What follows belongs to an exercise in optimizing a design on an open flow for small area and a short achievable clock period; a production flow would make more cautious choices. In this exercise RTL edits were held to simulation tests only and were not proved equivalent to the original. Power is estimated from default activity; no workload was simulated.

File: flow/standard.sh
#!/bin/bash
# synth_recipe.tcl (not shown) runs the flow's synth.tcl, then flattens the netlist and writes it again
# the make line also repeats each setting of config.mk as NAME=value (left out here)
make -C /OpenROAD-flow-scripts/flow DESIGN_CONFIG=/design/flow/config.mk WORK_HOME=/design/flow/orfs CLKGATE_MAP_FILE= SYNTH_SCRIPT=/design/flow/synth_recipe.tcl "${@:-finish}"
File: flow/constraint.sdc
create_clock -name core_clock -period 15.0 [get_ports {clk}]
set_input_delay 3.0000 -clock core_clock [delete_from_list [all_inputs] [get_ports {clk}]]
set_output_delay 3.0000 -clock core_clock [all_outputs]
set_load 0.01 [all_outputs]
File: flow/config.mk
export PLATFORM = sky130hd
export DESIGN_NAME = flt_rank_det
export DESIGN_NICKNAME = flt_rank_det
export VERILOG_FILES = /design/flow/design.v
export SDC_FILE = /design/flow/constraint.sdc
export NUM_CORES = 8
export LEC_CHECK = 0
export ABC_AREA = 1
export CAP_MARGIN = 20
export CORE_MARGIN = 2
export CORE_UTILIZATION = 58
export CTS_CLUSTER_DIAMETER = 60
export CTS_CLUSTER_SIZE = 30
export SLEW_MARGIN = 20
File: flow/design.v
module flt_rank_det (
    input  wire        clk,
    input  wire        rst,
    input  wire        sync,
    input  wire        cfg_rank_en,
    input  wire [4:0]  cfg_win,
    input  wire [4:0]  cfg_k,
    input  wire        cfg_suppress,
    input  wire [15:0] cfg_settle_base,
    input  wire [4:0]  cfg_pk_log2,
    input  wire [4:0]  cfg_rms_log2,
    input  wire [3:0]  cfg_atk,
    input  wire [3:0]  cfg_dcy,
    input  wire        in_valid,
    input  wire [15:0] in_data,
    output reg         out_valid,
    output reg  [15:0] out_data,
    output reg         out_settling,
    output reg         env_valid,
    output wire [15:0] env,
    output reg         env_ok,
    output reg         pk_valid,
    output wire [15:0] pk,
    output wire        pk_ok,
    output reg         rms_valid,
    output wire [15:0] rms,
    output wire        rms_ok
);
    integer i;
    wire restart = rst | sync;
    wire [3:0] win_i = cfg_win[4] ? 4'd15 :
                       (cfg_win < 5'd3) ? 4'd3 :
                       cfg_win[0] ? cfg_win[3:0] : cfg_win[3:0] - 4'd1;
    wire [4:0] pk_i  = (cfg_pk_log2 < 5'd4) ? 5'd4 :
                       (cfg_pk_log2 > 5'd16) ? 5'd16 : cfg_pk_log2;
    wire [4:0] rms_i = (cfg_rms_log2 < 5'd4) ? 5'd4 :
                       (cfg_rms_log2 > 5'd16) ? 5'd16 : cfg_rms_log2;
    reg        c_rank_en;
    reg [3:0]  win;           
    reg [14:3] inw_r;         
    reg [4:0]  c_k;
    reg [3:0]  km1;           
    reg        c_sup;
    reg [4:0]  pk_n;          
    reg [4:0]  rms_n;         
    reg [3:0]  c_atk;
    reg [3:0]  c_dcy;
    always @(posedge clk) begin
        if (restart) begin
            c_rank_en <= cfg_rank_en;
            win       <= win_i;
            for (i = 3; i < 15; i = i + 1)
                inw_r[i] <= (i < win_i);
            c_k       <= cfg_k;
            c_sup     <= cfg_suppress;
            pk_n      <= pk_i;
            rms_n     <= rms_i;
            c_atk     <= cfg_atk;
            c_dcy     <= cfg_dcy;
        end
    end
    wire [14:0] inw = {inw_r, 3'b111};
    reg [15:0] xa;
    reg        va;
    reg        r1;
    always @(posedge clk) begin
        xa <= in_data;
        va <= in_valid;
        r1 <= restart;
    end
    wire bv_en = va & ~r1;
    reg [15:0] w [0:14];
    reg [14:0] vld;
    reg [3:0]  dr [1:14];     
    reg        bv;
    function cmp16;
        input [15:0] a;
        input [15:0] b;
        input        eq;
        reg   [15:0] au, bu;
        reg          c;
        integer      k;
        begin
            au = ~a; au[15] = a[15];
            bu = b;  bu[15] = ~b[15];
            c  = eq;
            for (k = 0; k < 16; k = k + 1)
                c = (au[k] & bu[k]) | (au[k] & c) | (bu[k] & c);
            cmp16 = c;
        end
    endfunction
    wire zx = xa[15] | (xa == 16'd0);    
    wire [3:0] dr_x = ((win[2:1] == 2'b01) || (win[2:1] == 2'b11)) ? win : win - 4'd1;
    reg [3:0] dr0;
    always @* begin
        dr0 = dr_x;
        for (i = 1; i < 15; i = i + 1)
            if (inw[i])
                dr0 = dr0 ^ dr[i];
    end
    reg [3:0] dr_l;
    always @* begin
        dr_l = 4'd0;
        for (i = 2; i < 15; i = i + 2)
            if (inw[i] && (i == 14 || !inw[i+1]))
                dr_l = dr[i];
    end
    reg [13:0] cb;    
    reg [13:0] db;    
    always @* begin
        for (i = 0; i < 14; i = i + 1) begin
            cb[i] = vld[i] ? cmp16(xa, w[i], 1'b1) : zx;
            db[i] = ((i == 0) ? dr0 : dr[i]) > dr_l;
        end
    end
    always @(posedge clk) begin
        bv <= bv_en;
        if (r1) begin
            vld  <= 15'd0;
            km1  <= (c_k == 5'd0) ? 4'd0 :
                    (c_k > {1'b0, win}) ? win - 4'd1 : c_k[3:0] - 4'd1;
            for (i = 1; i < 15; i = i + 1)
                dr[i] <= i[3:0];
        end else if (bv_en) begin
            vld   <= {vld[13:0], 1'b1};
            dr[1] <= dr0 + {3'd0, cb[0]} - {3'd0, db[0]};
            for (i = 2; i < 15; i = i + 1)
                dr[i] <= dr[i-1] + {3'd0, cb[i-1]} - {3'd0, db[i-1]};
        end
        if (bv_en) begin
            w[0] <= xa;
            for (i = 1; i < 15; i = i + 1)
                w[i] <= w[i-1];
        end
    end
    reg [15:0] y;
    reg        hit_old;
    always @* begin
        hit_old = 1'b0;
        for (i = 1; i < 15; i = i + 1)
            if (inw[i] && dr[i] == km1)
                hit_old = 1'b1;
        y = (!c_rank_en || !hit_old) ? w[0] : 16'd0;
        for (i = 1; i < 15; i = i + 1)
            if (c_rank_en && inw[i] && vld[i] && dr[i] == km1)
                y = y | w[i];
    end
    wire [14:0] ymag = out_data[15] ? (~out_data[14:0] + {14'd0, (out_data[14:0] != 15'd0)})
                                    : out_data[14:0];
    reg [15:0] scnt;          
    reg [3:0]  wcnt;          
    reg [15:0] pos;           
    reg        cv;
    reg        c_pklast;
    reg        c_rmslast;
    reg [14:0] mag;
    reg        dv;
    reg        d_settling;
    reg        d_pklast;
    reg        d_rmslast;
    wire settling_now = (scnt != 16'd0) || (wcnt != 4'd0);
    reg [15:0] pk_mask, rms_mask;
    always @* begin
        for (i = 0; i < 16; i = i + 1) begin
            pk_mask[i]  = (i < pk_n);
            rms_mask[i] = (i < rms_n);
        end
    end
    always @(posedge clk) begin
        cv        <= bv & ~r1;
        dv         <= cv & ~r1;
        mag        <= (cv & ~r1) ? ymag : 15'd0;     
        d_settling <= out_settling;
        d_pklast   <= c_pklast;
        d_rmslast  <= c_rmslast;
        out_valid <= bv & ~r1 & ~restart & ~(c_sup & settling_now);
        out_data     <= y;
        out_settling <= settling_now;
        c_pklast     <= &(pos | ~pk_mask);
        c_rmslast    <= &(pos | ~rms_mask);
        if (restart)
            scnt <= cfg_settle_base;
        else if (bv && !r1 && wcnt == 4'd0 && scnt != 16'd0)
            scnt <= scnt - 16'd1;
        if (r1) begin
            wcnt <= c_rank_en ? win - 4'd1 : 4'd0;
            pos  <= 16'd0;
        end else if (bv) begin
            if (wcnt != 4'd0)
                wcnt <= wcnt - 4'd1;
            pos <= pos + 16'd1;
        end
    end
    function gt16;
        input [15:0] a;
        input [15:0] b;
        reg   [15:0] g, e;
        integer      k, s;
        begin
            for (k = 0; k < 16; k = k + 1) begin
                g[k] = a[k] & ~b[k];
                e[k] = ~(a[k] ^ b[k]);
            end
            for (s = 1; s < 16; s = s * 2)
                for (k = 0; k < 16; k = k + 2 * s) begin
                    g[k] = g[k+s] | (e[k+s] & g[k]);
                    e[k] = e[k+s] & e[k];
                end
            gt16 = g[0];
        end
    endfunction
    reg  [30:0] e_b;
    wire [30:0] xb      = {mag, 1'b1, 15'd0};
    wire        rising  = gt16({mag, 1'b1}, e_b[30:15]);
    wire signed [31:0] env_d = $signed({1'b0, xb}) - $signed({1'b0, e_b});
    wire signed [31:0] st_a = env_d >>> c_atk;
    wire signed [31:0] st_d = env_d >>> c_dcy;
    wire [30:0] e_a     = e_b + st_a[30:0];
    wire [30:0] e_d     = e_b + st_d[30:0];
    wire [30:0] e_next  = rising ? e_a : e_d;
    assign env = {1'b0, e_b[30:16]};
    reg  [14:0] pk_acc;
    reg         pk_bok;
    reg         pk_first;
    assign pk    = {1'b0, pk_acc};
    assign pk_ok = pk_bok;
    reg  [22:0] s_lo;
    reg  [8:0]  s_mid;
    reg  [13:0] s_hi;
    reg         s_c1, s_c2;
    reg         rms_bok;
    reg         rms_first;
    reg         rms_more;     
    reg         sq_ld;
    wire [45:0] acc_m = {rms_more ? {s_hi, s_mid} : 23'd0,
                         rms_first ? 23'd0 : s_lo};
    wire        acc_c1 = rms_more & s_c1;
    wire        acc_c2 = rms_more & s_c2;
    wire [45:0] tr_s, tr_c;
    wire [14:0] msq = mag;                   
    wire ts1;
    wire tc2;
    assign ts1 = (msq[0] & msq[9]) ^ (msq[1] & msq[8]);
    assign tc2 = (msq[0] & msq[9]) & (msq[1] & msq[8]);
    wire ts3;
    wire tc4;
    assign ts3 = (msq[0] & msq[10]) ^ (msq[1] & msq[9]);
    assign tc4 = (msq[0] & msq[10]) & (msq[1] & msq[9]);
    wire ts5;
    wire tc6;
    assign ts5 = (msq[0] & msq[11]) ^ (msq[1] & msq[10]) ^ (msq[2] & msq[9]);
    assign tc6 = ((msq[0] & msq[11]) & (msq[1] & msq[10])) | ((msq[0] & msq[11]) & (msq[2] & msq[9])) | ((msq[1] & msq[10]) & (msq[2] & msq[9]));
    wire ts7;
    wire tc8;
    assign ts7 = (msq[3] & msq[8]) ^ (msq[4] & msq[7]);
    assign tc8 = (msq[3] & msq[8]) & (msq[4] & msq[7]);
    wire ts9;
    wire tc10;
    assign ts9 = (msq[0] & msq[12]) ^ (msq[1] & msq[11]) ^ (msq[2] & msq[10]);
    assign tc10 = ((msq[0] & msq[12]) & (msq[1] & msq[11])) | ((msq[0] & msq[12]) & (msq[2] & msq[10])) | ((msq[1] & msq[11]) & (msq[2] & msq[10]));
    wire ts11;
    wire tc12;
    assign ts11 = (msq[3] & msq[9]) ^ (msq[4] & msq[8]);
    assign tc12 = (msq[3] & msq[9]) & (msq[4] & msq[8]);
    wire ts13;
    wire tc14;
    assign ts13 = (msq[0] & msq[13]) ^ (msq[1] & msq[12]) ^ (msq[2] & msq[11]);
    assign tc14 = ((msq[0] & msq[13]) & (msq[1] & msq[12])) | ((msq[0] & msq[13]) & (msq[2] & msq[11])) | ((msq[1] & msq[12]) & (msq[2] & msq[11]));
    wire ts15;
    wire tc16;
    assign ts15 = (msq[3] & msq[10]) ^ (msq[4] & msq[9]) ^ (msq[5] & msq[8]);
    assign tc16 = ((msq[3] & msq[10]) & (msq[4] & msq[9])) | ((msq[3] & msq[10]) & (msq[5] & msq[8])) | ((msq[4] & msq[9]) & (msq[5] & msq[8]));
    wire ts17;
    wire tc18;
    assign ts17 = (msq[6] & msq[7]) ^ msq[7];
    assign tc18 = (msq[6] & msq[7]) & msq[7];
    wire ts19;
    wire tc20;
    assign ts19 = (msq[0] & msq[14]) ^ (msq[1] & msq[13]) ^ (msq[2] & msq[12]);
    assign tc20 = ((msq[0] & msq[14]) & (msq[1] & msq[13])) | ((msq[0] & msq[14]) & (msq[2] & msq[12])) | ((msq[1] & msq[13]) & (msq[2] & msq[12]));
    wire ts21;
    wire tc22;
    assign ts21 = (msq[3] & msq[11]) ^ (msq[4] & msq[10]) ^ (msq[5] & msq[9]);
    assign tc22 = ((msq[3] & msq[11]) & (msq[4] & msq[10])) | ((msq[3] & msq[11]) & (msq[5] & msq[9])) | ((msq[4] & msq[10]) & (msq[5] & msq[9]));
    wire ts23;
    wire tc24;
    assign ts23 = (msq[6] & msq[8]) ^ acc_m[15];
    assign tc24 = (msq[6] & msq[8]) & acc_m[15];
    wire ts25;
    wire tc26;
    assign ts25 = (msq[1] & msq[14]) ^ (msq[2] & msq[13]) ^ (msq[3] & msq[12]);
    assign tc26 = ((msq[1] & msq[14]) & (msq[2] & msq[13])) | ((msq[1] & msq[14]) & (msq[3] & msq[12])) | ((msq[2] & msq[13]) & (msq[3] & msq[12]));
    wire ts27;
    wire tc28;
    assign ts27 = (msq[4] & msq[11]) ^ (msq[5] & msq[10]) ^ (msq[6] & msq[9]);
    assign tc28 = ((msq[4] & msq[11]) & (msq[5] & msq[10])) | ((msq[4] & msq[11]) & (msq[6] & msq[9])) | ((msq[5] & msq[10]) & (msq[6] & msq[9]));
    wire ts29;
    wire tc30;
    assign ts29 = (msq[7] & msq[8]) ^ msq[8] ^ acc_m[16];
    assign tc30 = ((msq[7] & msq[8]) & msq[8]) | ((msq[7] & msq[8]) & acc_m[16]) | (msq[8] & acc_m[16]);
    wire ts31;
    wire tc32;
    assign ts31 = (msq[2] & msq[14]) ^ (msq[3] & msq[13]) ^ (msq[4] & msq[12]);
    assign tc32 = ((msq[2] & msq[14]) & (msq[3] & msq[13])) | ((msq[2] & msq[14]) & (msq[4] & msq[12])) | ((msq[3] & msq[13]) & (msq[4] & msq[12]));
    wire ts33;
    wire tc34;
    assign ts33 = (msq[5] & msq[11]) ^ (msq[6] & msq[10]) ^ (msq[7] & msq[9]);
    assign tc34 = ((msq[5] & msq[11]) & (msq[6] & msq[10])) | ((msq[5] & msq[11]) & (msq[7] & msq[9])) | ((msq[6] & msq[10]) & (msq[7] & msq[9]));
    wire ts35;
    wire tc36;
    assign ts35 = (msq[3] & msq[14]) ^ (msq[4] & msq[13]) ^ (msq[5] & msq[12]);
    assign tc36 = ((msq[3] & msq[14]) & (msq[4] & msq[13])) | ((msq[3] & msq[14]) & (msq[5] & msq[12])) | ((msq[4] & msq[13]) & (msq[5] & msq[12]));
    wire ts37;
    wire tc38;
    assign ts37 = (msq[6] & msq[11]) ^ (msq[7] & msq[10]) ^ (msq[8] & msq[9]);
    assign tc38 = ((msq[6] & msq[11]) & (msq[7] & msq[10])) | ((msq[6] & msq[11]) & (msq[8] & msq[9])) | ((msq[7] & msq[10]) & (msq[8] & msq[9]));
    wire ts39;
    wire tc40;
    assign ts39 = (msq[4] & msq[14]) ^ (msq[5] & msq[13]) ^ (msq[6] & msq[12]);
    assign tc40 = ((msq[4] & msq[14]) & (msq[5] & msq[13])) | ((msq[4] & msq[14]) & (msq[6] & msq[12])) | ((msq[5] & msq[13]) & (msq[6] & msq[12]));
    wire ts41;
    wire tc42;
    assign ts41 = (msq[5] & msq[14]) ^ (msq[6] & msq[13]) ^ (msq[7] & msq[12]);
    assign tc42 = ((msq[5] & msq[14]) & (msq[6] & msq[13])) | ((msq[5] & msq[14]) & (msq[7] & msq[12])) | ((msq[6] & msq[13]) & (msq[7] & msq[12]));
    wire ts43;
    wire tc44;
    assign ts43 = (msq[0] & msq[5]) ^ (msq[1] & msq[4]);
    assign tc44 = (msq[0] & msq[5]) & (msq[1] & msq[4]);
    wire ts45;
    wire tc46;
    assign ts45 = (msq[0] & msq[6]) ^ (msq[1] & msq[5]);
    assign tc46 = (msq[0] & msq[6]) & (msq[1] & msq[5]);
    wire ts47;
    wire tc48;
    assign ts47 = (msq[0] & msq[7]) ^ (msq[1] & msq[6]) ^ (msq[2] & msq[5]);
    assign tc48 = ((msq[0] & msq[7]) & (msq[1] & msq[6])) | ((msq[0] & msq[7]) & (msq[2] & msq[5])) | ((msq[1] & msq[6]) & (msq[2] & msq[5]));
    wire ts49;
    wire tc50;
    assign ts49 = (msq[3] & msq[4]) ^ msq[4];
    assign tc50 = (msq[3] & msq[4]) & msq[4];
    wire ts51;
    wire tc52;
    assign ts51 = (msq[0] & msq[8]) ^ (msq[1] & msq[7]) ^ (msq[2] & msq[6]);
    assign tc52 = ((msq[0] & msq[8]) & (msq[1] & msq[7])) | ((msq[0] & msq[8]) & (msq[2] & msq[6])) | ((msq[1] & msq[7]) & (msq[2] & msq[6]));
    wire ts53;
    wire tc54;
    assign ts53 = (msq[3] & msq[5]) ^ acc_m[9];
    assign tc54 = (msq[3] & msq[5]) & acc_m[9];
    wire ts55;
    wire tc56;
    assign ts55 = ts1 ^ (msq[2] & msq[7]) ^ (msq[3] & msq[6]);
    assign tc56 = (ts1 & (msq[2] & msq[7])) | (ts1 & (msq[3] & msq[6])) | ((msq[2] & msq[7]) & (msq[3] & msq[6]));
    wire ts57;
    wire tc58;
    assign ts57 = (msq[4] & msq[5]) ^ msq[5] ^ acc_m[10];
    assign tc58 = ((msq[4] & msq[5]) & msq[5]) | ((msq[4] & msq[5]) & acc_m[10]) | (msq[5] & acc_m[10]);
    wire ts59;
    wire tc60;
    assign ts59 = tc2 ^ ts3 ^ (msq[2] & msq[8]);
    assign tc60 = (tc2 & ts3) | (tc2 & (msq[2] & msq[8])) | (ts3 & (msq[2] & msq[8]));
    wire ts61;
    wire tc62;
    assign ts61 = (msq[3] & msq[7]) ^ (msq[4] & msq[6]) ^ acc_m[11];
    assign tc62 = ((msq[3] & msq[7]) & (msq[4] & msq[6])) | ((msq[3] & msq[7]) & acc_m[11]) | ((msq[4] & msq[6]) & acc_m[11]);
    wire ts63;
    wire tc64;
    assign ts63 = tc4 ^ ts5 ^ ts7;
    assign tc64 = (tc4 & ts5) | (tc4 & ts7) | (ts5 & ts7);
    wire ts65;
    wire tc66;
    assign ts65 = (msq[5] & msq[6]) ^ msq[6] ^ acc_m[12];
    assign tc66 = ((msq[5] & msq[6]) & msq[6]) | ((msq[5] & msq[6]) & acc_m[12]) | (msq[6] & acc_m[12]);
    wire ts67;
    wire tc68;
    assign ts67 = tc6 ^ tc8 ^ ts9;
    assign tc68 = (tc6 & tc8) | (tc6 & ts9) | (tc8 & ts9);
    wire ts69;
    wire tc70;
    assign ts69 = ts11 ^ (msq[5] & msq[7]) ^ acc_m[13];
    assign tc70 = (ts11 & (msq[5] & msq[7])) | (ts11 & acc_m[13]) | ((msq[5] & msq[7]) & acc_m[13]);
    wire ts71;
    wire tc72;
    assign ts71 = tc10 ^ tc12 ^ ts13;
    assign tc72 = (tc10 & tc12) | (tc10 & ts13) | (tc12 & ts13);
    wire ts73;
    wire tc74;
    assign ts73 = ts15 ^ ts17 ^ acc_m[14];
    assign tc74 = (ts15 & ts17) | (ts15 & acc_m[14]) | (ts17 & acc_m[14]);
    wire ts75;
    wire tc76;
    assign ts75 = tc14 ^ tc16 ^ tc18;
    assign tc76 = (tc14 & tc16) | (tc14 & tc18) | (tc16 & tc18);
    wire ts77;
    wire tc78;
    assign ts77 = ts19 ^ ts21 ^ ts23;
    assign tc78 = (ts19 & ts21) | (ts19 & ts23) | (ts21 & ts23);
    wire ts79;
    wire tc80;
    assign ts79 = tc20 ^ tc22 ^ tc24;
    assign tc80 = (tc20 & tc22) | (tc20 & tc24) | (tc22 & tc24);
    wire ts81;
    wire tc82;
    assign ts81 = ts25 ^ ts27 ^ ts29;
    assign tc82 = (ts25 & ts27) | (ts25 & ts29) | (ts27 & ts29);
    wire ts83;
    wire tc84;
    assign ts83 = tc26 ^ tc28 ^ tc30;
    assign tc84 = (tc26 & tc28) | (tc26 & tc30) | (tc28 & tc30);
    wire ts85;
    wire tc86;
    assign ts85 = ts31 ^ ts33 ^ acc_m[17];
    assign tc86 = (ts31 & ts33) | (ts31 & acc_m[17]) | (ts33 & acc_m[17]);
    wire ts87;
    wire tc88;
    assign ts87 = tc32 ^ tc34 ^ ts35;
    assign tc88 = (tc32 & tc34) | (tc32 & ts35) | (tc34 & ts35);
    wire ts89;
    wire tc90;
    assign ts89 = ts37 ^ msq[9] ^ acc_m[18];
    assign tc90 = (ts37 & msq[9]) | (ts37 & acc_m[18]) | (msq[9] & acc_m[18]);
    wire ts91;
    wire tc92;
    assign ts91 = tc36 ^ tc38 ^ ts39;
    assign tc92 = (tc36 & tc38) | (tc36 & ts39) | (tc38 & ts39);
    wire ts93;
    wire tc94;
    assign ts93 = (msq[7] & msq[11]) ^ (msq[8] & msq[10]) ^ acc_m[19];
    assign tc94 = ((msq[7] & msq[11]) & (msq[8] & msq[10])) | ((msq[7] & msq[11]) & acc_m[19]) | ((msq[8] & msq[10]) & acc_m[19]);
    wire ts95;
    wire tc96;
    assign ts95 = tc40 ^ ts41 ^ (msq[8] & msq[11]);
    assign tc96 = (tc40 & ts41) | (tc40 & (msq[8] & msq[11])) | (ts41 & (msq[8] & msq[11]));
    wire ts97;
    wire tc98;
    assign ts97 = (msq[9] & msq[10]) ^ msq[10] ^ acc_m[20];
    assign tc98 = ((msq[9] & msq[10]) & msq[10]) | ((msq[9] & msq[10]) & acc_m[20]) | (msq[10] & acc_m[20]);
    wire ts99;
    wire tc100;
    assign ts99 = tc42 ^ (msq[6] & msq[14]) ^ (msq[7] & msq[13]);
    assign tc100 = (tc42 & (msq[6] & msq[14])) | (tc42 & (msq[7] & msq[13])) | ((msq[6] & msq[14]) & (msq[7] & msq[13]));
    wire ts101;
    wire tc102;
    assign ts101 = (msq[8] & msq[12]) ^ (msq[9] & msq[11]) ^ acc_m[21];
    assign tc102 = ((msq[8] & msq[12]) & (msq[9] & msq[11])) | ((msq[8] & msq[12]) & acc_m[21]) | ((msq[9] & msq[11]) & acc_m[21]);
    wire ts103;
    wire tc104;
    assign ts103 = (msq[7] & msq[14]) ^ (msq[8] & msq[13]) ^ (msq[9] & msq[12]);
    assign tc104 = ((msq[7] & msq[14]) & (msq[8] & msq[13])) | ((msq[7] & msq[14]) & (msq[9] & msq[12])) | ((msq[8] & msq[13]) & (msq[9] & msq[12]));
    wire ts105;
    wire tc106;
    assign ts105 = (msq[10] & msq[11]) ^ msq[11] ^ acc_m[22];
    assign tc106 = ((msq[10] & msq[11]) & msq[11]) | ((msq[10] & msq[11]) & acc_m[22]) | (msq[11] & acc_m[22]);
    wire ts107;
    wire tc108;
    assign ts107 = (msq[8] & msq[14]) ^ (msq[9] & msq[13]) ^ (msq[10] & msq[12]);
    assign tc108 = ((msq[8] & msq[14]) & (msq[9] & msq[13])) | ((msq[8] & msq[14]) & (msq[10] & msq[12])) | ((msq[9] & msq[13]) & (msq[10] & msq[12]));
    wire ts109;
    wire tc110;
    assign ts109 = acc_m[23] ^ acc_c1;
    assign tc110 = acc_m[23] & acc_c1;
    wire ts111;
    wire tc112;
    assign ts111 = (msq[9] & msq[14]) ^ (msq[10] & msq[13]) ^ (msq[11] & msq[12]);
    assign tc112 = ((msq[9] & msq[14]) & (msq[10] & msq[13])) | ((msq[9] & msq[14]) & (msq[11] & msq[12])) | ((msq[10] & msq[13]) & (msq[11] & msq[12]));
    wire ts113;
    wire tc114;
    assign ts113 = msq[12] ^ acc_m[24];
    assign tc114 = msq[12] & acc_m[24];
    wire ts115;
    wire tc116;
    assign ts115 = (msq[10] & msq[14]) ^ (msq[11] & msq[13]);
    assign tc116 = (msq[10] & msq[14]) & (msq[11] & msq[13]);
    wire ts117;
    wire tc118;
    assign ts117 = (msq[11] & msq[14]) ^ (msq[12] & msq[13]);
    assign tc118 = (msq[11] & msq[14]) & (msq[12] & msq[13]);
    wire ts119;
    wire tc120;
    assign ts119 = (msq[0] & msq[3]) ^ (msq[1] & msq[2]);
    assign tc120 = (msq[0] & msq[3]) & (msq[1] & msq[2]);
    wire ts121;
    wire tc122;
    assign ts121 = (msq[0] & msq[4]) ^ (msq[1] & msq[3]);
    assign tc122 = (msq[0] & msq[4]) & (msq[1] & msq[3]);
    wire ts123;
    wire tc124;
    assign ts123 = ts43 ^ (msq[2] & msq[3]) ^ msq[3];
    assign tc124 = (ts43 & (msq[2] & msq[3])) | (ts43 & msq[3]) | ((msq[2] & msq[3]) & msq[3]);
    wire ts125;
    wire tc126;
    assign ts125 = tc44 ^ ts45 ^ (msq[2] & msq[4]);
    assign tc126 = (tc44 & ts45) | (tc44 & (msq[2] & msq[4])) | (ts45 & (msq[2] & msq[4]));
    wire ts127;
    wire tc128;
    assign ts127 = tc46 ^ ts47 ^ ts49;
    assign tc128 = (tc46 & ts47) | (tc46 & ts49) | (ts47 & ts49);
    wire ts129;
    wire tc130;
    assign ts129 = tc48 ^ tc50 ^ ts51;
    assign tc130 = (tc48 & tc50) | (tc48 & ts51) | (tc50 & ts51);
    wire ts131;
    wire tc132;
    assign ts131 = tc52 ^ tc54 ^ ts55;
    assign tc132 = (tc52 & tc54) | (tc52 & ts55) | (tc54 & ts55);
    wire ts133;
    wire tc134;
    assign ts133 = tc56 ^ tc58 ^ ts59;
    assign tc134 = (tc56 & tc58) | (tc56 & ts59) | (tc58 & ts59);
    wire ts135;
    wire tc136;
    assign ts135 = tc60 ^ tc62 ^ ts63;
    assign tc136 = (tc60 & tc62) | (tc60 & ts63) | (tc62 & ts63);
    wire ts137;
    wire tc138;
    assign ts137 = tc64 ^ tc66 ^ ts67;
    assign tc138 = (tc64 & tc66) | (tc64 & ts67) | (tc66 & ts67);
    wire ts139;
    wire tc140;
    assign ts139 = tc68 ^ tc70 ^ ts71;
    assign tc140 = (tc68 & tc70) | (tc68 & ts71) | (tc70 & ts71);
    wire ts141;
    wire tc142;
    assign ts141 = tc72 ^ tc74 ^ ts75;
    assign tc142 = (tc72 & tc74) | (tc72 & ts75) | (tc74 & ts75);
    wire ts143;
    wire tc144;
    assign ts143 = tc76 ^ tc78 ^ ts79;
    assign tc144 = (tc76 & tc78) | (tc76 & ts79) | (tc78 & ts79);
    wire ts145;
    wire tc146;
    assign ts145 = tc80 ^ tc82 ^ ts83;
    assign tc146 = (tc80 & tc82) | (tc80 & ts83) | (tc82 & ts83);
    wire ts147;
    wire tc148;
    assign ts147 = tc84 ^ tc86 ^ ts87;
    assign tc148 = (tc84 & tc86) | (tc84 & ts87) | (tc86 & ts87);
    wire ts149;
    wire tc150;
    assign ts149 = tc88 ^ tc90 ^ ts91;
    assign tc150 = (tc88 & tc90) | (tc88 & ts91) | (tc90 & ts91);
    wire ts151;
    wire tc152;
    assign ts151 = tc92 ^ tc94 ^ ts95;
    assign tc152 = (tc92 & tc94) | (tc92 & ts95) | (tc94 & ts95);
    wire ts153;
    wire tc154;
    assign ts153 = tc96 ^ tc98 ^ ts99;
    assign tc154 = (tc96 & tc98) | (tc96 & ts99) | (tc98 & ts99);
    wire ts155;
    wire tc156;
    assign ts155 = tc100 ^ tc102 ^ ts103;
    assign tc156 = (tc100 & tc102) | (tc100 & ts103) | (tc102 & ts103);
    wire ts157;
    wire tc158;
    assign ts157 = tc104 ^ tc106 ^ ts107;
    assign tc158 = (tc104 & tc106) | (tc104 & ts107) | (tc106 & ts107);
    wire ts159;
    wire tc160;
    assign ts159 = tc108 ^ tc110 ^ ts111;
    assign tc160 = (tc108 & tc110) | (tc108 & ts111) | (tc110 & ts111);
    wire ts161;
    wire tc162;
    assign ts161 = tc112 ^ tc114 ^ ts115;
    assign tc162 = (tc112 & tc114) | (tc112 & ts115) | (tc114 & ts115);
    wire ts163;
    wire tc164;
    assign ts163 = tc116 ^ ts117 ^ msq[13];
    assign tc164 = (tc116 & ts117) | (tc116 & msq[13]) | (ts117 & msq[13]);
    wire ts165;
    wire tc166;
    assign ts165 = tc118 ^ (msq[12] & msq[14]);
    assign tc166 = tc118 & (msq[12] & msq[14]);
    wire ts167;
    wire tc168;
    assign ts167 = (msq[13] & msq[14]) ^ msq[14];
    assign tc168 = (msq[13] & msq[14]) & msq[14];
    wire ts169;
    wire tc170;
    assign ts169 = (msq[0] & msq[1]) ^ msq[1];
    assign tc170 = (msq[0] & msq[1]) & msq[1];
    wire ts171;
    wire tc172;
    assign ts171 = (msq[0] & msq[2]) ^ acc_m[3];
    assign tc172 = (msq[0] & msq[2]) & acc_m[3];
    wire ts173;
    wire tc174;
    assign ts173 = ts119 ^ msq[2] ^ acc_m[4];
    assign tc174 = (ts119 & msq[2]) | (ts119 & acc_m[4]) | (msq[2] & acc_m[4]);
    wire ts175;
    wire tc176;
    assign ts175 = tc120 ^ ts121 ^ acc_m[5];
    assign tc176 = (tc120 & ts121) | (tc120 & acc_m[5]) | (ts121 & acc_m[5]);
    wire ts177;
    wire tc178;
    assign ts177 = tc122 ^ ts123 ^ acc_m[6];
    assign tc178 = (tc122 & ts123) | (tc122 & acc_m[6]) | (ts123 & acc_m[6]);
    wire ts179;
    wire tc180;
    assign ts179 = tc124 ^ ts125 ^ acc_m[7];
    assign tc180 = (tc124 & ts125) | (tc124 & acc_m[7]) | (ts125 & acc_m[7]);
    wire ts181;
    wire tc182;
    assign ts181 = tc126 ^ ts127 ^ acc_m[8];
    assign tc182 = (tc126 & ts127) | (tc126 & acc_m[8]) | (ts127 & acc_m[8]);
    wire ts183;
    wire tc184;
    assign ts183 = tc128 ^ ts129 ^ ts53;
    assign tc184 = (tc128 & ts129) | (tc128 & ts53) | (ts129 & ts53);
    wire ts185;
    wire tc186;
    assign ts185 = tc130 ^ ts131 ^ ts57;
    assign tc186 = (tc130 & ts131) | (tc130 & ts57) | (ts131 & ts57);
    wire ts187;
    wire tc188;
    assign ts187 = tc132 ^ ts133 ^ ts61;
    assign tc188 = (tc132 & ts133) | (tc132 & ts61) | (ts133 & ts61);
    wire ts189;
    wire tc190;
    assign ts189 = tc134 ^ ts135 ^ ts65;
    assign tc190 = (tc134 & ts135) | (tc134 & ts65) | (ts135 & ts65);
    wire ts191;
    wire tc192;
    assign ts191 = tc136 ^ ts137 ^ ts69;
    assign tc192 = (tc136 & ts137) | (tc136 & ts69) | (ts137 & ts69);
    wire ts193;
    wire tc194;
    assign ts193 = tc138 ^ ts139 ^ ts73;
    assign tc194 = (tc138 & ts139) | (tc138 & ts73) | (ts139 & ts73);
    wire ts195;
    wire tc196;
    assign ts195 = tc140 ^ ts141 ^ ts77;
    assign tc196 = (tc140 & ts141) | (tc140 & ts77) | (ts141 & ts77);
    wire ts197;
    wire tc198;
    assign ts197 = tc142 ^ ts143 ^ ts81;
    assign tc198 = (tc142 & ts143) | (tc142 & ts81) | (ts143 & ts81);
    wire ts199;
    wire tc200;
    assign ts199 = tc144 ^ ts145 ^ ts85;
    assign tc200 = (tc144 & ts145) | (tc144 & ts85) | (ts145 & ts85);
    wire ts201;
    wire tc202;
    assign ts201 = tc146 ^ ts147 ^ ts89;
    assign tc202 = (tc146 & ts147) | (tc146 & ts89) | (ts147 & ts89);
    wire ts203;
    wire tc204;
    assign ts203 = tc148 ^ ts149 ^ ts93;
    assign tc204 = (tc148 & ts149) | (tc148 & ts93) | (ts149 & ts93);
    wire ts205;
    wire tc206;
    assign ts205 = tc150 ^ ts151 ^ ts97;
    assign tc206 = (tc150 & ts151) | (tc150 & ts97) | (ts151 & ts97);
    wire ts207;
    wire tc208;
    assign ts207 = tc152 ^ ts153 ^ ts101;
    assign tc208 = (tc152 & ts153) | (tc152 & ts101) | (ts153 & ts101);
    wire ts209;
    wire tc210;
    assign ts209 = tc154 ^ ts155 ^ ts105;
    assign tc210 = (tc154 & ts155) | (tc154 & ts105) | (ts155 & ts105);
    wire ts211;
    wire tc212;
    assign ts211 = tc156 ^ ts157 ^ ts109;
    assign tc212 = (tc156 & ts157) | (tc156 & ts109) | (ts157 & ts109);
    wire ts213;
    wire tc214;
    assign ts213 = tc158 ^ ts159 ^ ts113;
    assign tc214 = (tc158 & ts159) | (tc158 & ts113) | (ts159 & ts113);
    wire ts215;
    wire tc216;
    assign ts215 = tc160 ^ ts161 ^ acc_m[25];
    assign tc216 = (tc160 & ts161) | (tc160 & acc_m[25]) | (ts161 & acc_m[25]);
    wire ts217;
    wire tc218;
    assign ts217 = tc162 ^ ts163 ^ acc_m[26];
    assign tc218 = (tc162 & ts163) | (tc162 & acc_m[26]) | (ts163 & acc_m[26]);
    wire ts219;
    wire tc220;
    assign ts219 = tc164 ^ ts165 ^ acc_m[27];
    assign tc220 = (tc164 & ts165) | (tc164 & acc_m[27]) | (ts165 & acc_m[27]);
    wire ts221;
    wire tc222;
    assign ts221 = tc166 ^ ts167 ^ acc_m[28];
    assign tc222 = (tc166 & ts167) | (tc166 & acc_m[28]) | (ts167 & acc_m[28]);
    wire ts223;
    wire tc224;
    assign ts223 = tc168 ^ acc_m[29];
    assign tc224 = tc168 & acc_m[29];
    assign tr_s = {acc_m[45], acc_m[44], acc_m[43], acc_m[42], acc_m[41], acc_m[40], acc_m[39], acc_m[38], acc_m[37], acc_m[36], acc_m[35], acc_m[34], acc_m[33], acc_m[32], acc_m[31], tc224, tc222, tc220, tc218, tc216, tc214, tc212, tc210, tc208, tc206, tc204, tc202, tc200, tc198, tc196, tc194, tc192, tc190, tc188, tc186, tc184, tc182, tc180, tc178, tc176, tc174, tc172, tc170, ts169, acc_m[1], msq[0]};
    assign tr_c = {1'b0, 1'b0, 1'b0, 1'b0, 1'b0, 1'b0, 1'b0, 1'b0, 1'b0, 1'b0, 1'b0, 1'b0, 1'b0, acc_c2, 1'b0, acc_m[30], ts223, ts221, ts219, ts217, ts215, ts213, ts211, ts209, ts207, ts205, ts203, ts201, ts199, ts197, ts195, ts193, ts191, ts189, ts187, ts185, ts183, ts181, ts179, ts177, ts175, ts173, ts171, acc_m[2], 1'b0, acc_m[0]};
    always @(posedge clk) begin
        {s_c1, s_lo}  <= {1'b0, tr_s[22:0]} + {1'b0, tr_c[22:0]};
        {s_c2, s_mid} <= {1'b0, tr_s[31:23]} + {1'b0, tr_c[31:23]};
        s_hi          <= tr_s[45:32] + tr_c[45:32];
        env_valid <= dv & ~r1 & ~restart;
        pk_valid  <= dv & d_pklast & ~r1 & ~restart;
        sq_ld     <= dv & d_rmslast & ~r1;
        if (r1) begin
            e_b       <= 31'h0000_8000;
            pk_first  <= 1'b1;
            rms_first <= 1'b1;
            rms_more  <= 1'b0;
        end else if (dv) begin
            e_b       <= e_next;
            env_ok    <= !d_settling;
            pk_first  <= d_pklast;
            rms_first <= d_rmslast;
            rms_more  <= !d_rmslast;
            if (pk_first || mag > pk_acc)
                pk_acc <= mag;
            if (pk_first)
                pk_bok <= !d_settling;
            if (rms_first)
                rms_bok <= !d_settling;
        end
    end
    wire [45:0] sum_acc = {s_hi, s_mid, s_lo} + {13'd0, s_c2, 8'd0, s_c1, 23'd0};
    reg  [43:0] sq_a;
    reg  [4:0]  sq_jm1;       
    always @* begin
        if (rms_n == 5'd4) begin
            sq_a   = {sum_acc[33:2], 12'd0};
            sq_jm1 = 5'd15;
        end else if (rms_n[0]) begin
            sq_a   = {1'b0, sum_acc[45:3]};
            sq_jm1 = 5'd23 - rms_n[4:1];           
        end else begin
            sq_a   = sum_acc[45:2];
            sq_jm1 = 5'd23 - rms_n[4:1];           
        end
    end
    reg  [43:0] sq_op;
    reg  [15:0] sq_root;
    reg  [15:0] sq_rem;
    reg  [4:0]  sq_cnt;
    reg         sq_ok;
    wire [17:0] sq_rem_t = {sq_rem, sq_op[43:42]};
    wire [17:0] sq_trial = {sq_root, 2'b01};
    wire [18:0] sq_diff  = {1'b0, sq_rem_t} - {1'b0, sq_trial};
    wire        sq_take  = !sq_diff[18];
    wire        sq_take0 = sq_a[43] | sq_a[42];
    assign rms    = sq_root;
    assign rms_ok = sq_ok;
    always @(posedge clk) begin
        rms_valid <= (sq_cnt == 5'd1) & ~r1 & ~restart;
        if (r1) begin
            sq_cnt <= 5'd0;
        end else if (sq_ld) begin
            sq_cnt <= sq_jm1;
            sq_ok  <= rms_bok;
        end else if (sq_cnt != 5'd0) begin
            sq_cnt <= sq_cnt - 5'd1;
        end
        if (sq_ld) begin
            sq_op   <= {sq_a[41:0], 2'b00};
            sq_root <= {15'd0, sq_take0};
            sq_rem  <= {14'd0, sq_a[43:42] - {1'b0, sq_take0}};
        end else begin
            sq_op   <= {sq_op[41:0], 2'b00};
            sq_rem  <= sq_take ? sq_diff[15:0] : sq_rem_t[15:0];
            if (sq_cnt == 5'd1)
                sq_root <= sq_root + {15'd0, sq_take};
            else
                sq_root <= {sq_root[14:0], sq_take};
        end
    end
endmodule
File: flow/flow/run.sh
#!/bin/bash
# Standard synthesis, then the standard ORFS layout steps with:
# - port buffers of a plain buffer cell (buf_2) rather than the default,
set -euo pipefail
bash standard.sh synth > synth.log 2>&1
bash standard.sh SETUP_SLACK_MARGIN=10.85 TNS_END_PERCENT=100 \
    "BUFFER_PORTS_ARGS=-buffer_cell sky130_fd_sc_hd__buf_2" finish > layout.log 2>&1
==> reports/metrics.csv, run 1 <==
stage,metric,value,unit
critical_path,start_kind,register,
global_route,grt_max_degree,196,
drt,dr.first_iter.drc_count,3399,
clocking,cts_buffers,57,
critical_path,arrival,4.88,ns
critical_path,critical_path.most_common_cell,nand2_2,
die,die_width,272,um
timing,fin_crit_sh,28.8,%
drt,dr.pass1.iters,8,
placement,gp_congestion,0.924,
critical_path,cp_max_fo,7,
drt,wirelength,122000,um
cells_and_area,fillCellCount,6022,
critical_path,critPathSlowestCell,dfxtp_4,
critical_path,cp.required,15.56,ns
die,io_pins,138,
logic_synthesis,synth-seq-cells,627,
clocking,cts_tree,yes,
drt,detail_route.wl_per_cell,18.7,um
cells_and_area,nNetsFinal,5940,
timing,timing.final.ws_setup,10.68,ns
clocking,clk_latency,0.69,ns
drt,detail-route-antenna-nets,0,
timing,worst_pin_slew,1.21,ns
timing,finalSetupTns,0,ns
logic_synthesis,yosysSeqAreaShare,37.7,%
global_route,gr-total-overflow,0,
cells_and_area,final_cell_mix,"nand2_1, inv_1, nor2_1",
clocking,postCtsHoldBufs,0,
logic_synthesis,syn_area,41700,um^2
timing,layout_min_cycle_time,4.32,ns
cells_and_area,area_growth,16.6,%
pwr,p_leak,22.8,nW
pwr,power_density,114,nW/um^2
placement,io_buffers,135,
pwr,ir_drop,0.121,mV
critical_path,cp-end-kind,register,
clocking,cts.htree.levels,2,
min_path,hold_class,register to register,
timing,setup_viol_count_final,0,
timing,maxSlewViolCount,0,
die,die_h,272,um
pwr,p_total,5.56,mW
timing,max_slew_margin,19.4,%
drt,drc,0,
clocking,clock_sinks,627,
critical_path,slowest_delay,0.37,ns
timing,finalHoldViolations,0,
logic_synthesis,synthCells,5267,
die,rows,98,
timing,rsz0062_at_grt,true,
die,fp.dieArea,74000,um^2
logic_synthesis,yosysWarnings,4,
logic_synthesis,synthFlopType,edfxtp_1,
clocking,cts_max_path_buffers,3,
global_route,grt_pass1_vias,34700,
global_route,antenna_found_initial,0,
logic_synthesis,syn_avg_cell_area,7.91,um^2
cells_and_area,layout-drive-gt1-share,15.3,%
clocking,ctsRootBufferMaster,clkbuf_16,
logic_synthesis,async_flop_share,0,%
run,drv_cap,0,
placement,place_ws,9.19,ns
global_route,grt_usage,32.1,%
timing,clock_skew,0.0491,ns
run_status,outcome,"complete, no violations",
cells_and_area,diodes,0,
drt,viasPerCell,5.67,
die,core,71400,um^2
critical_path,path_class,register to register,
die,initial_utilization,58.4,%
timing,max_freq,231,MHz
drt,vias,36900,
cells_and_area,mostFrequentLayoutCell,nand2_1,
global_route,grt_pass1_wl,189000,um
clocking,path_clk_slew,0.08,ns
placement,dp_hpwl,85300,um
logic_synthesis,synth_edf_count,316,
logic_synthesis,synth.distinct_cells,73,
[cell usage after synthesis (all sizes together) (2+ instances only)]
library cell | n | area share, %
a32oi | 8 | 0.17
nor4 | 22 | 0.38
a2111oi | 3 | 0.063
o21ai | 259 | 3.2
a32o | 6 | 0.14
nor2 | 344 | 3.1
o21a | 5 | 0.090
o211ai | 31 | 0.56
or2 | 17 | 0.26
o221ai | 10 | 0.21
a221oi | 24 | 0.50
o21bai | 31 | 0.56
nand2 | 1119 | 10
xor2 | 196 | 4.1
nand3b | 4 | 0.072
nand3 | 228 | 2.8
fa | 101 | 4.9
clkinv | 10 | 0.090
ha | 261 | 7.8
o31ai | 9 | 0.17
o2bb2ai | 2 | 0.042
a31o | 2 | 0.042
a311oi | 2 | 0.042
buf | 62 | 0.91
a21oi | 311 | 3.8
o2111ai | 5 | 0.11
inv | 911 | 8.2
a41oi | 2 | 0.042
o22ai | 222 | 3.3
mux2i | 9 | 0.22
a22o | 8 | 0.17
dfxtp | 311 | 15
a21boi | 9 | 0.16
nand4 | 45 | 0.69
a31oi | 30 | 0.45
a22oi | 19 | 0.34
clkbuf | 122 | 1.1
edfxtp | 316 | 23
nor3 | 65 | 0.87
xnor2 | 81 | 1.7
nor3b | 3 | 0.054
or3 | 2 | 0.030
a211oi | 24 | 0.43
a21o | 6 | 0.11
[worst max-delay path, delay by kind of cell, from the launching register on]
kind / cells / cell delay [ns]
AO/OA/AOI/OAI: 6 / 0.71
adder cells (fa/ha/maj): 2 / 0.51
buffers and inverters: 7 / 0.92
flip-flops: 1 / 0.37
AND/OR/NAND/NOR: 16 / 1.71
[final cells by class]
cell class,count,area (um^2),area share [%]
clock buffer,61,1470,3.03
clock inverter,47,597,1.23
tap,950,1190,2.45
timing repair inverter,3,23.8,0.0489
timing repair buffer,361,2860,5.88
sequential,627,15900,32.7
inverter,921,3510,7.22
multi-input combinational,3541,23000,47.4
[power by group]
group	switching, mW	leakage, nW	total, mW	internal (mW)
Sequential	0.131	5.52	2.06	1.93
Clock	0.810	0.996	1.63	0.820
Combinational	1.11	16.3	1.87	0.761
Total	2.05	22.8	5.56	3.51
[repair_timing]
action / CTS / global route
pin swaps: 69 / 77
cloned: 7 / 2
gates resized for setup: 350 / 181
setup endpoints to repair: 133 / 115
setup buffers: 121 / 61
[registers in the layout, summed over array words and instances (netlist names), 5 cells and up]
register / count
sq_rem: 16
pos: 16
s_mid: 9
sq_op: 42
inw_r: 6
vld: 15
e_b: 31
w: 240
mag: 15
out_data: 16
sq_cnt: 5
pk_n: 5
c_k: 5
s_hi: 14
dr: 56
s_lo: 23
xa: 16
pk_acc: 15
sq_root: 16
rms_n: 5
scnt: 16
[metal layers]
| layer | GRT usage (%) | share of wire, % | up-vias |
|---|---|---|---|
| li1 | - | - | 18000 |
| met2 | 53.6 | 47 | 1288 |
| met4 | 10.4 | 3.4 | 0 |
| met3 | 3.75 | 6.7 | 222 |
| met1 | 43.6 | 43 | 17500 |
| met5 | 0 | 0 | - |
[cells by family after synthesis]
| group | after synthesis | synth area share (%) |
|---|---|---|
| multiplexers | 9 | 0.216 |
| XOR/XNOR | 277 | 5.82 |
| AND/OR/NAND/NOR | 1853 | 18.5 |
| other | 1 | 0.00900 |
| buffers and inverters | 1105 | 10.3 |
| adder cells (fa/ha/maj) | 362 | 12.7 |
| AO/OA/AOI/OAI | 1033 | 14.8 |
| flip-flops | 627 | 37.7 |
[worst paths after layout]
| path | start | to | slack (ns) | cells after the start |
|---|---|---|---|---|
| hold reg to reg | c_rmslast$_DFF_P_ | d_rmslast$_DFF_P_ | 0.33 | 0 |
| setup reg to reg | e_b[16]$_SDFFE_PP0P_ | e_b[27]$_SDFFE_PP0P_ | 10.68 | 31 |
| setup / recovery | e_b[16]$_SDFFE_PP0P_ | e_b[27]$_SDFFE_PP0P_ | 10.68 | 31 |
| hold / removal | c_rmslast$_DFF_P_ | d_rmslast$_DFF_P_ | 0.33 | 0 |
[metrics by stage]
stage / util, % / instances / cell area [um^2] / hold WS (ns)
floorplan: - / 5268 / 41700 / 0.310
global placement: 60.3 / 6212 / 43100 / 0.311
detailed placement: 60.3 / 6212 / 43100 / 0.312
CTS: 66.4 / 6448 / 47400 / 0.327
global route: 68.1 / 6511 / 48600 / 0.334
finish: 68.1 / 6511 / 48600 / 0.331
==> inputs of run 2 (changes only) <==
==> flow/flow/run.sh (replaced) <==
#!/bin/bash
# Standard synthesis, then the standard ORFS layout steps with:
# - port buffers of a plain buffer cell (buf_2) rather than the default,
set -euo pipefail
bash standard.sh synth > synth.log 2>&1
bash standard.sh SETUP_SLACK_MARGIN=10.75 TNS_END_PERCENT=20 \
    "BUFFER_PORTS_ARGS=-buffer_cell sky130_fd_sc_hd__buf_2" finish > layout.log 2>&1
==> run 2 against run 1 <==
Still clean. Synthesized cell count is the same. Fmax shrank 1.2%. Sequential power hardly changed. Clock power down 8%. Largest cell class unchanged. Highest routed layer unchanged.
==> reports/metrics.csv, run 2 <==
stage,metric,value,unit,change
cells_and_area,reg_top3,"w x240, dr x56, sq_op x42",,
cells_and_area,final_cell_mix,"nand2_1, inv_1, nor2_1",,
critical_path,reg2reg_to,s_lo[22]$_DFF_P_,,
logic_synthesis,synth_area_leaders,"edfxtp_1, dfxtp_1, nand2_1",,
min_path,min_path_cells,0,,unchanged
drt,wirelength,120000,um,-1.7%
die,die_width,272,um,unchanged
clocking,postCtsHoldBufs,0,,unchanged
cells_and_area,multiInputGateArea,22800,um^2,-0.90%
critical_path,crit_family,flip-flops,,
logic_synthesis,synth_xor_area_share,5.82,%,unchanged
placement,dp_hpwl,84900,um,-0.50%
clocking,cts_buffers,55,,-3.5%
global_route,antenna_found_initial,4,,+4
critical_path,slowest_delay,0.52,ns,+0.15 ns
cells_and_area,area_growth,13.6,%,
logic_synthesis,async_flop_share,0,%,unchanged
global_route,grt_usage,31.5,%,-0.65 points
logic_synthesis,synth_top_area_cell,edfxtp_1,,
timing,fin_crit_sh,29.2,%,+0.34 points
critical_path,critPathSlowestCell,dfxtp_1,,
placement,post_dp_cell_area,43100,um^2,about the same
drt,dr.pass1.iters,7,,-1
timing,layout_min_cycle_time,4.37,ns,+0.0514 ns
critical_path,r2r_setup_slack,10.69,ns,about the same
cells_and_area,largest_reg_flops,240,,unchanged
timing,whs,0.333,ns,+0.00202 ns
pwr,p_total,5.32,mW,-4.3%
logic_synthesis,syn_area,41700,um^2,unchanged
cells_and_area,mostFrequentLayoutCell,nand2_1,,
logic_synthesis,yosysWarnings,4,,unchanged
critical_path,start_kind,register,,
cells_and_area,regMostFlops,w,,
die,rows,98,,unchanged
drt,detail_route.wl_per_cell,18.6,um,-0.63%
pwr,power_density,112,nW/um^2,-1.8%
clocking,path_clk_slew,0.08,ns,about the same
die,initial_utilization,58.4,%,unchanged
drt,vias,36500,,-1.2%
critical_path,r2r-start,mag[11]$_SDFF_PN0_,,
logic_synthesis,synth.distinct_cells,73,,unchanged
timing,setup_viol_count_final,0,,unchanged
run,drv_cap,0,,unchanged
critical_path,arrival,1.37,ns,-3.51 ns
cells_and_area,final_cell_area,47300,um^2,-2.6%
logic_synthesis,syn_avg_cell_area,7.91,um^2,unchanged
critical_path,cp_max_fo,4,,-3
critical_path,path_cells,buf_2,,
clocking,cts_tree,yes,,
logic_synthesis,synth.top_cell.area_share,22.8,%,unchanged
placement,place_ws,9.17,ns,-0.0161 ns
logic_synthesis,synth_edf_count,316,,unchanged
timing,finalHoldViolations,0,,unchanged
timing,finalSetupTns,0,ns,unchanged
timing,clock_skew,0.0298,ns,-0.0193 ns
logic_synthesis,synthMuxAreaShare,0.216,%,unchanged
die,core,71400,um^2,unchanged
logic_synthesis,synthFlopType,edfxtp_1,,
cells_and_area,nNetsFinal,5871,,-1.2%
logic_synthesis,synth_common_cells,"nand2_1, inv_1, nor2_1",,
cells_and_area,stdcell_count,6440,,-1.1%
logic_synthesis,synth_most_common_cell,nand2_1,,
run_status,outcome,"complete, no violations",,
clocking,cts.htree.levels,2,,unchanged
cells_and_area,fillCellCount,6283,,+4.3%
placement,gp_congestion,0.957,,+3.5%
timing,max_slew_margin,31.9,%,+13 points
logic_synthesis,synth_top_family_by_area,simple AND/OR/NAND/NOR gates,,
timing,worst_pin_slew,1.02,ns,-0.189 ns
clocking,clk_latency,0.65,ns,-0.04 ns
cells_and_area,seqCellArea,15800,um^2,-0.65%
cells_and_area,fin_util,66.3,%,-1.8 points
timing,max_freq,229,MHz,-1.2%
timing,maxSlewViolCount,0,,unchanged
critical_path,cp-end-kind,output port,,
min_path,min_from,c_rmslast$_DFF_P_,,
drt,dr.first_iter.drc_count,3129,,-7.9%
min_path,hold_class,register to register,,
global_route,gr-total-overflow,0,,unchanged
logic_synthesis,yosysSeqAreaShare,37.7,%,unchanged
timing,rsz0062_at_grt,true,,
global_route,grt_pass1_vias,34000,,-2.0%
timing,timing.final.ws_setup,10.63,ns,-0.0514 ns
critical_path,path_class,register to output port,,
logic_synthesis,synth-adder-area-share,12.7,%,unchanged
logic_synthesis,synthSimpleGateAreaFrac,18.5,%,unchanged
die,io_pins,138,,unchanged
drt,viasPerCell,5.67,,about the same
clocking,cts_max_path_buffers,3,,unchanged
pwr,p_leak,22.3,nW,-2.2%
placement,io_buffers,135,,unchanged
logic_synthesis,synth-seq-cells,627,,unchanged
logic_synthesis,synth_compound_area_share,14.8,%,unchanged
logic_synthesis,synthCells,5267,,unchanged
global_route,grt_pass1_wl,186000,um,-1.6%
clocking,clock_sinks,627,,unchanged
critical_path,worst_r2r_path_depth,17,,-45%
critical_path,cp.required,12.00,ns,-3.56 ns
clocking,ctsRootBufferMaster,clkbuf_16,,
die,die_h,272,um,unchanged
drt,detail-route-antenna-nets,0,,unchanged
placement,dp.cells,6215,,+0.048%
cells_and_area,diodes,0,,unchanged
cells_and_area,layout-drive-gt1-share,13.0,%,-2.3 points
drt,drc,0,,unchanged
global_route,grt_max_degree,166,,-15%
pwr,ir_drop,0.132,mV,+8.8%
die,fp.dieArea,74000,um^2,unchanged
min_path,hold_end,d_rmslast$_DFF_P_,,
critical_path,critPathBufInv,1,,-6
## run 2: layout make-up
class | instances | share of cell area [%]
multi-input combinational | 3539 | 48.2
tap | 950 | 2.51
sequential | 627 | 33.4
clock buffer | 63 | 3.08
inverter | 921 | 7.38
timing repair buffer | 297 | 4.48
timing repair inverter | 2 | 0.0317
clock inverter | 41 | 0.891
## run 2: repair_timing
item                                    in CTS  in global routing
pin swaps                                   33                 90
gates resized for setup                    179                202
buffers inserted                            43                 71
endpoints found under the setup margin      81                 88
cloned                                       6                  1
## run 2: how the worst max path moves through the flow
stage | cells past startpoint | start | slack (ns) | to
4_1_cts | 18 | mag[9]$_SDFF_PN0_ | 10.59 | s_lo[21]$_DFF_P_
3_3_place_gp | 25 | mag[10]$_SDFF_PN0_ | 9.25 | e_b[25]$_SDFFE_PP0P_
3_5_place_dp | 28 | mag[4]$_SDFF_PN0_ | 9.17 | e_b[24]$_SDFFE_PP0P_
6_report | 1 | out_data[11]$_DFF_P_ | 10.63 | out_data[11]
5_1_grt | 29 | e_b[24]$_SDFFE_PP0P_ | 10.47 | e_b[29]$_SDFFE_PP0P_
2_1_floorplan | 3 | sync | 10.53 | scnt[0]$_DFFE_PP_
## run 2: power by group
| group | switching, mW | internal, mW |
|---|---|---|
| Combinational | 1.06 | 0.691 |
| Clock | 0.759 | 0.739 |
| Sequential | 0.149 | 1.92 |
| Total | 1.97 | 3.35 |
## run 2: metal layers
layer  routed length (um)  track usage (%)
met1                51400             43.1
met2                56000             51.9
met3                 8430             4.38
met4                 3780             9.51
met5                    0                0
## run 2: cells by family (layout without fill, tap and decap cells)
group / count (synthesis) / count (layout)
AND/OR/NAND/NOR: 1853 / 1855
buffers and inverters: 1105 / 1324
AO/OA/AOI/OAI: 1033 / 1034
flip-flops: 627 / 627
adder cells (fa/ha/maj): 362 / 362
XOR/XNOR: 277 / 277
multiplexers: 9 / 9
other: 1 / 2
==> inputs of run 3 (changes only) <==
==> flow/flow/run.sh (replaced) <==
#!/bin/bash
# Standard synthesis, then the standard ORFS layout steps with:
# - port buffers of a plain buffer cell (buf_2) rather than the default,
set -euo pipefail
bash standard.sh synth > synth.log 2>&1
bash standard.sh SETUP_SLACK_MARGIN=10.75 TNS_END_PERCENT=0 \
    "BUFFER_PORTS_ARGS=-buffer_cell sky130_fd_sc_hd__buf_2" finish > layout.log 2>&1
==> run 3 against run 2 <==
First-iteration DRC count rose by 6.7%. Sequential share of layout area rose by 0.060 points. Hold slack improved by 0.0018 ns. Still clean. Clock skew rose by 0.027 ns.
==> reports/metrics.csv, run 3 <==
stage,metric,value,unit,change
run_status,outcome,"complete, no violations",,
global_route,grt_pass1_wl,185000,um,-0.61%
timing,fin_crit_sh,29.4,%,+0.21 points
logic_synthesis,synth.top_cell.area_share,22.8,%,unchanged
min_path,min_path_cells,0,,unchanged
timing,rsz0062_at_grt,true,,
cells_and_area,seqCellArea,15800,um^2,about the same
min_path,hold_class,register to register,,
critical_path,cp_max_fo,5,,+1
clocking,cts.htree.levels,2,,unchanged
global_route,grt_pass1_vias,33900,,-0.34%
critical_path,path_cells,buf_2,,
critical_path,critPathBufInv,1,,unchanged
global_route,grt_max_degree,196,,+18%
clocking,cts_max_path_buffers,3,,unchanged
drt,viasPerCell,5.65,,-0.32%
clocking,clock_sinks,627,,unchanged
cells_and_area,regMostFlops,w,,
cells_and_area,reg_top3,"w x240, dr x56, sq_op x42",,
logic_synthesis,synth_area_leaders,"edfxtp_1, dfxtp_1, nand2_1",,
logic_synthesis,synthCells,5267,,unchanged
drt,dr.first_iter.drc_count,3338,,+6.7%
timing,finalHoldViolations,0,,unchanged
die,core,71400,um^2,unchanged
min_path,hold_end,d_rmslast$_DFF_P_,,
pwr,power_density,114,nW/um^2,+1.6%
clocking,cts_tree,yes,,
critical_path,cp-end-kind,output port,,
critical_path,reg2reg_to,s_lo[21]$_DFF_P_,,
critical_path,critPathSlowestCell,dfxtp_1,,
logic_synthesis,synth.distinct_cells,73,,unchanged
critical_path,r2r-start,mag[0]$_SDFF_PN0_,,
critical_path,slowest_delay,0.49,ns,-0.03 ns
logic_synthesis,synth_common_cells,"nand2_1, inv_1, nor2_1",,
cells_and_area,fillCellCount,6259,,-0.38%
min_path,min_from,c_rmslast$_DFF_P_,,
timing,maxSlewViolCount,0,,unchanged
placement,io_buffers,135,,unchanged
clocking,cts_buffers,55,,unchanged
clocking,clk_latency,0.69,ns,+0.04 ns
logic_synthesis,async_flop_share,0,%,unchanged
critical_path,worst_r2r_path_depth,19,,+2
clocking,path_clk_slew,0.09,ns,about the same
critical_path,crit_family,flip-flops,,
drt,detail_route.wl_per_cell,18.7,um,+0.55%
die,rows,98,,unchanged
die,initial_utilization,58.4,%,unchanged
pwr,p_total,5.40,mW,+1.5%
logic_synthesis,synthFlopType,edfxtp_1,,
logic_synthesis,syn_avg_cell_area,7.91,um^2,unchanged
pwr,p_leak,22.3,nW,about the same
placement,dp_hpwl,85000,um,+0.14%
logic_synthesis,synth-seq-cells,627,,unchanged
critical_path,arrival,1.41,ns,+0.04 ns
drt,wirelength,120000,um,+0.35%
die,die_h,272,um,unchanged
critical_path,r2r_setup_slack,10.62,ns,-0.07 ns
logic_synthesis,yosysSeqAreaShare,37.7,%,unchanged
clocking,postCtsHoldBufs,0,,unchanged
drt,drc,0,,unchanged
run,drv_cap,0,,unchanged
critical_path,cp.required,12.00,ns,about the same
logic_synthesis,synth_top_area_cell,edfxtp_1,,
global_route,grt_usage,31.3,%,-0.15 points
timing,whs,0.335,ns,+0.00181 ns
critical_path,path_class,register to output port,,
placement,gp_congestion,0.943,,-1.5%
cells_and_area,fin_util,66.2,%,-0.082 points
timing,max_slew_margin,27.0,%,-5.0 points
cells_and_area,nNetsFinal,5858,,-0.22%
timing,layout_min_cycle_time,4.41,ns,+0.0319 ns
timing,finalSetupTns,0,ns,unchanged
cells_and_area,largest_reg_flops,240,,unchanged
pwr,ir_drop,0.125,mV,-5.4%
timing,max_freq,227,MHz,-0.72%
clocking,ctsRootBufferMaster,clkbuf_16,,
drt,dr.pass1.iters,6,,-1
die,io_pins,138,,unchanged
logic_synthesis,yosysWarnings,4,,unchanged
cells_and_area,layout-drive-gt1-share,12.2,%,-0.77 points
logic_synthesis,synth_most_common_cell,nand2_1,,
global_route,gr-total-overflow,0,,unchanged
cells_and_area,diodes,0,,unchanged
drt,detail-route-antenna-nets,0,,unchanged
timing,worst_pin_slew,1.10,ns,+0.0743 ns
timing,setup_viol_count_final,0,,unchanged
cells_and_area,area_growth,13.5,%,
die,die_width,272,um,unchanged
cells_and_area,final_cell_mix,"nand2_1, inv_1, nor2_1",,
logic_synthesis,syn_area,41700,um^2,unchanged
global_route,antenna_found_initial,2,,-2
die,fp.dieArea,74000,um^2,unchanged
cells_and_area,mostFrequentLayoutCell,nand2_1,,
cells_and_area,multiInputGateArea,22700,um^2,-0.45%
logic_synthesis,synth_edf_count,316,,unchanged
timing,clock_skew,0.0568,ns,+0.0271 ns
drt,vias,36300,,-0.52%
critical_path,start_kind,register,,
==> run 3: repair_timing <==
action	CTS	global route
gates cloned	5	2
pin swaps	14	69
endpoints found under the setup margin	98	96
setup buffers	22	79
gates resized for setup	125	208
==> run 3: metrics by stage <==
step	instance area [um^2]	setup slack, ns	std cells
after floorplan	41700	10.53	5268
after global placement	43100	9.20	6215
after detailed placement	43100	9.14	6215
after CTS	45900	10.58	6346
after global routing	47300	10.38	6427
final	47300	10.59	6427
==> run 3: worst max path at each step <==
| stage | from | end | slack (ns) | cells after the start |
|---|---|---|---|---|
| after floorplan | sync | scnt[0]$_DFFE_PP_ | 10.53 | 3 |
| after global placement | mag[10]$_SDFF_PN0_ | e_b[25]$_SDFFE_PP0P_ | 9.20 | 25 |
| after detailed placement | mag[10]$_SDFF_PN0_ | e_b[24]$_SDFFE_PP0P_ | 9.14 | 26 |
| after CTS | mag[6]$_SDFF_PN0_ | e_b[29]$_SDFFE_PP0P_ | 10.58 | 27 |
| after global routing | mag[1]$_SDFF_PN0_ | s_lo[21]$_DFF_P_ | 10.38 | 19 |
| final | out_data[12]$_DFF_P_ | out_data[12] | 10.59 | 1 |
==> run 3: cells by family (layout without fill, tap and decap cells) <==
family	count (synthesis)	count (layout)	synth area share [%]
buffers and inverters	1105	1312	10.3
other	1	2	0.00900
multiplexers	9	9	0.216
XOR/XNOR	277	277	5.82
adder cells (fa/ha/maj)	362	362	12.7
flip-flops	627	627	37.7
AND/OR/NAND/NOR	1853	1854	18.5
AO/OA/AOI/OAI	1033	1034	14.8
==> run 3: report_power, final <==
group | switching (mW) | internal, mW
Combinational | 1.06 | 0.685
Clock | 0.804 | 0.785
Sequential | 0.152 | 1.92
==> run 3: cell type report <==
class | instances | area share, %
multi-input combinational | 3538 | 48.1
inverter | 921 | 7.37
clock buffer | 59 | 3.01
clock inverter | 45 | 1.30
sequential | 627 | 33.4
timing repair inverter | 3 | 0.0503
tap | 950 | 2.51
timing repair buffer | 284 | 4.23
==> run 3: routing by layer <==
metal	global-route usage, %	vias up	share of wire (%)
li1	-	17800	-
met1	42.6	17100	43
met2	51.5	1171	47
met3	4.03	223	6.7
met4	11.1	0	3.7
met5	0	-	0

==> what the ideal ports hide <==
No port has a modelled driver above. Below, the same layouts with a new extraction and two added sets of constraints. Step 1, drivers: a clkbuf_16 drives clk and a buf_2 each remaining input, both assumed. Step 2, shift: input delay + t, output delay - t, t = (earliest + latest rising clock arrival at the registers) / 2. This alone moves slack from input paths to output paths. Three values: no drivers, after step 1, after step 2; two values: the first two.
run | t, ns | setup slack, ns | clock arrival spread, ns | pins driven straight from the clock port
run 1 | 0.733 | 10.677 / 10.675 / 10.319 | 0.051 / 0.050 | 1
run 2 | 0.710 | 10.626 / 10.555 / 10.555 | 0.048 / 0.048 | 1
run 3 | 0.730 | 10.594 / 10.525 / 10.495 | 0.060 / 0.060 | 1
After both steps every run listed still meets setup and hold. The setup slack of run 1, which loses most, moves by -0.002 ns with the drivers and by -0.358 ns with both steps.
